Background: an optimization exercise with open tools, aiming at small area, a short achievable clock period and few clock cycles. Do not read the settings as production practice.
RTL that was checked went through simulation tests only; none was proved equivalent to the original.
Power is estimated from default activity; no workload was simulated.

## run 1
## ledger_cvt
module ledger_cvt (
    input  wire         clk,
    input  wire         rst,
    input  wire         in_valid,
    output wire         in_ready,
    input  wire [127:0] in_word,
    input  wire [9:0]   in_eref,
    input  wire [1:0]   in_fmt,      
    input  wire [1:0]   in_mode,     
    input  wire         in_flush,    
    output reg          out_valid,
    output reg  [31:0]  out_bits,
    output reg          out_range
);
Size in the first run: ~1500 cells after synthesis, about 230 flip-flops, ~180 I/O pins.
Settings: LEC_CHECK=0, CAP_MARGIN=20, CORE_MARGIN=2, CORE_UTILIZATION=50, CTS_BUF_LIST=sky130_fd_sc_hd__clkbuf_8, PLACE_DENSITY=0.7, SLEW_MARGIN=20; clock period 35.0 ns.
standard.sh (not shown) runs the stock make flow with config.mk's settings and CLKGATE_MAP_FILE= SYNTH_SCRIPT=/design/flow/synth_recipe.tcl, a recipe that flattens the netlist after the stock synthesis.
==> flow/flow/run.sh <==
#!/bin/bash
# The standard layout (standard.sh) with three changes:
#  - synthesis maps the logic with an area-oriented ABC script (flow/synth.tcl);
#  - ports are buffered with buf_1 instead of the default buffer cell;
#  - timing repair aims at an 8 ns period (setup margin 27 ns on the 35 ns
#    clock).  The constraints themselves are unchanged.
set -euo pipefail
export MY_WORK_DIR=$(pwd)
export MY_FLOW_DIR=$(pwd)/flow
bash standard.sh "SYNTH_SCRIPT=$MY_FLOW_DIR/synth.tcl" \
  "BUFFER_PORTS_ARGS=-buffer_cell sky130_fd_sc_hd__buf_1" \
  "SETUP_SLACK_MARGIN=27" finish > flow_make.log 2>&1
==> flow/flow/area.abc <==
strash; dch -f; amap; topo; stime -c; buffer -c; upsize -c; dnsize -c
==> flow/flow/synth.tcl <==
# synth_recipe.tcl (the standard synthesis) with one change: ABC maps the
# logic with flow/area.abc, an area-oriented script (amap, then buffering
# and sizing), instead of ORFS's script.  Registers are mapped before ABC
# runs, so their cells and names are the standard synthesis's.
proc abc {args} {
  set i [lsearch -exact $args -script]
  if {$i >= 0} { lset args [expr {$i + 1}] $::env(MY_FLOW_DIR)/area.abc }
  yosys abc {*}$args
}
source $::env(MY_WORK_DIR)/synth_recipe.tcl
Every stage of the flow completed for run 1, and the final layout passed the timing, design-rule and antenna checks.
[inputs] run 2 vs run 1
# run 1
export LEC_CHECK = 0
export CAP_MARGIN = 20
export CORE_MARGIN = 2
export CORE_UTILIZATION = 50
export CTS_BUF_LIST = sky130_fd_sc_hd__clkbuf_8
export PLACE_DENSITY = 0.7
export SLEW_MARGIN = 20
create_clock -name core_clock -period 35.0 [get_ports {clk}]
# run 2
export LEC_CHECK = 0
export CAP_MARGIN = 20
export CORE_MARGIN = 2
export CORE_UTILIZATION = 50
export PLACE_DENSITY = 0.7
export SLEW_MARGIN = 20
create_clock -name core_clock -period 35.0 [get_ports {clk}]
==> comparison <==
[run 2] signed area change from the synthesized netlist to the final layout fell 0.47 points relative to run 1
The power of run 2 and that of run 1 are within noise of each other.
Delta (run 2 minus run 1): final instance area shows a reduction of about 0.37%, worst hold slack shows no meaningful change, worst setup slack shows a reduction of 0.049 ns.
Global-route usage (run 2 over run 1): decrease, 0.35 points
No functional check of the RTL was part of any run of this note.

---

ledger_cvt, a different RTL version from the one above (not shown whole).
For scale: about 1300 cells after synthesis, ~0.011 sq mm of cells after synthesis.
==> flow/config.mk <==
export PLATFORM = sky130hd
export DESIGN_NAME = ledger_cvt
export DESIGN_NICKNAME = ledger_cvt
export VERILOG_FILES = /design/flow/design.v
export SDC_FILE = /design/flow/constraint.sdc
export NUM_CORES = 4
export LEC_CHECK = 0
export CAP_MARGIN = 20
export CORE_MARGIN = 2
export CORE_UTILIZATION = 58
export PLACE_DENSITY = 0.75
export SLEW_MARGIN = 20
==> flow/constraint.sdc <==
create_clock -name core_clock -period 35.0 [get_ports {clk}]
set_input_delay 7.0000 -clock core_clock [delete_from_list [all_inputs] [get_ports {clk}]]
set_output_delay 7.0000 -clock core_clock [all_outputs]
set_load 0.01 [all_outputs]
==> flow/flow/run.sh <==
#!/bin/bash
# The standard layout (standard.sh) with four changes:
#  - synthesis maps the logic with an area-oriented ABC script (flow/synth.tcl);
#  - ports are buffered with buf_1 instead of the default buffer cell;
#  - clock tree synthesis adds no dummy loads;
#  - timing repair aims at an 8.3 ns period (setup margin 26.7 ns on the 35 ns
#    clock).  The constraints themselves are unchanged.
set -euo pipefail
export MY_WORK_DIR=$(pwd)
export MY_FLOW_DIR=$(pwd)/flow
bash standard.sh "SYNTH_SCRIPT=$MY_FLOW_DIR/synth.tcl" \
  "BUFFER_PORTS_ARGS=-buffer_cell sky130_fd_sc_hd__buf_1" \
  "CTS_ARGS=-sink_clustering_enable -repair_clock_nets -dont_use_dummy_load" \
  "SETUP_SLACK_MARGIN=26.7" finish > flow_make.log 2>&1
==> flow/flow/area.abc <==
strash; dc2; dch -f; amap
==> flow/flow/synth.tcl <==
# synth_recipe.tcl (the standard synthesis) with one change: ABC maps the
# logic with flow/area.abc, an area-oriented script (amap; the layout flow
# buffers and sizes), instead of ORFS's script.  Registers are mapped before ABC
# runs, so their cells and names are the standard synthesis's.
proc abc {args} {
  set i [lsearch -exact $args -script]
  if {$i >= 0} { lset args [expr {$i + 1}] $::env(MY_FLOW_DIR)/area.abc }
  yosys abc {*}$args
}
source $::env(MY_WORK_DIR)/synth_recipe.tcl
Testbench counts at the start, summed over its fixed seeds: cycles 16,024.
==> next run, changes <==
Settings changed: CORE_UTILIZATION 58 to 42, PLACE_DENSITY 0.75 to 0.65.
Effect: The changed run finished with timing, DRC and antenna clean; total power shrinks by 1.3%; cell count grows by 5.9%; count of clock-buffer cells in the layout stays the same; routed wire length shrinks by 1.7%; global-route usage shrinks by 9.9 points; via count shrinks by 3.9%; setup slack is better by 0.032 ns; sequential power stays flat; maximum frequency grows by 0.40%.
==> next run, changes <==
--- a/flow/flow/run.sh
+++ b/flow/flow/run.sh
@@ -4,5 +4,5 @@
 #  - ports are buffered with buf_1 instead of the default buffer cell;
 #  - clock tree synthesis adds no dummy loads;
-#  - timing repair aims at an 8.3 ns period (setup margin 26.7 ns on the 35 ns
+#  - timing repair aims at an 8 ns period (setup margin 27 ns on the 35 ns
 #    clock).  The constraints themselves are unchanged.
 set -euo pipefail
@@ -12,3 +12,3 @@
   "BUFFER_PORTS_ARGS=-buffer_cell sky130_fd_sc_hd__buf_1" \
   "CTS_ARGS=-sink_clustering_enable -repair_clock_nets -dont_use_dummy_load" \
-  "SETUP_SLACK_MARGIN=26.7" finish > flow_make.log 2>&1
+  "SETUP_SLACK_MARGIN=27" finish > flow_make.log 2>&1
Settings changed: CORE_UTILIZATION 42 to 50, PLACE_DENSITY 0.65 to 0.7.
After rerunning: Sequential cell count stays the same. Global-route usage is higher by 6.3 points. Clock power hardly moves. Hold slack is better by 0.0038 ns. Die area is lower by 16%. Area after synthesis is unchanged.
==> next run, changes <==
==> flow/flow/run.sh (replaced) <==
#!/bin/bash
# The standard layout (standard.sh) with three changes:
#  - synthesis maps the logic with an area-oriented ABC script (flow/synth.tcl);
#  - ports are buffered with buf_1 instead of the default buffer cell;
#  - timing repair aims at an 8 ns period (setup margin 27 ns on the 35 ns
#    clock).  The constraints themselves are unchanged.
set -euo pipefail
export MY_WORK_DIR=$(pwd)
export MY_FLOW_DIR=$(pwd)/flow
bash standard.sh "SYNTH_SCRIPT=$MY_FLOW_DIR/synth.tcl" \
  "BUFFER_PORTS_ARGS=-buffer_cell sky130_fd_sc_hd__buf_1" \
  "SETUP_SLACK_MARGIN=27" finish > flow_make.log 2>&1
==> flow/flow/area.abc (replaced) <==
strash; dch -f; amap; topo; stime -c; buffer -c; upsize -c; dnsize -c
==> flow/flow/synth.tcl (replaced) <==
# synth_recipe.tcl (the standard synthesis) with one change: ABC maps the
# logic with flow/area.abc, an area-oriented script (amap, then buffering
# and sizing), instead of ORFS's script.  Registers are mapped before ABC
# runs, so their cells and names are the standard synthesis's.
proc abc {args} {
  set i [lsearch -exact $args -script]
  if {$i >= 0} { lset args [expr {$i + 1}] $::env(MY_FLOW_DIR)/area.abc }
  yosys abc {*}$args
}
source $::env(MY_WORK_DIR)/synth_recipe.tcl
What happened: The new run went through all stages and came out clean; global-route usage grows by 0.30 points; sequential share of layout area shrinks by 1.6 points; fmax grows by about 0.5%; total power grows by 12%; setup slack improved by 0.040 ns; sequential power hardly moves; utilization grows by 0.23 points; final area grows by about 5%; clock skew shrinks by 0.017 ns; via count grows by 4.0%; register-to-register slack got worse by 0.21 ns.

## what the ideal ports hide
In the flow no input, the clock included, has a driving cell. The finished layouts below were timed again as built, in two steps.
Step 1, drivers: a clkbuf_16 drives clk and a buf_2 each remaining input, both assumed.
Step 2 also shifts input and output timing later by t, the mid clock arrival at the registers, as if the neighbouring blocks saw the same clock.
a / b / c = ideal / step 1 / step 2; a / b = the first two.
run	t (ns)	setup WS [ns]	hold slack, ns	latest minus earliest clock arrival (ns)
run 1	0.574	26.966 / 26.962 / 26.388	0.326 / 0.326 / 0.326	0.014 / 0.014
run 2	0.561	26.917 / 26.915 / 26.353	0.328 / 0.328 / 0.328	0.021 / 0.021
the first run of note 2	0.556	26.846 / 26.872 / 26.316	0.326 / 0.326 / 0.326	0.040 / 0.040
the second run of note 2	0.558	26.879 / 26.907 / 26.349	0.324 / 0.324 / 0.324	0.042 / 0.042
the third run of note 2	0.564	26.898 / 26.926 / 26.362	0.328 / 0.328 / 0.328	0.032 / 0.031
the fourth run of note 2	0.583	26.938 / 26.964 / 26.382	0.323 / 0.323 / 0.323	0.015 / 0.015
After both steps setup and hold are still met in every run listed. For run 1, which loses most, drivers alone change the setup slack by -0.004 ns; drivers and shift together by -0.578 ns.
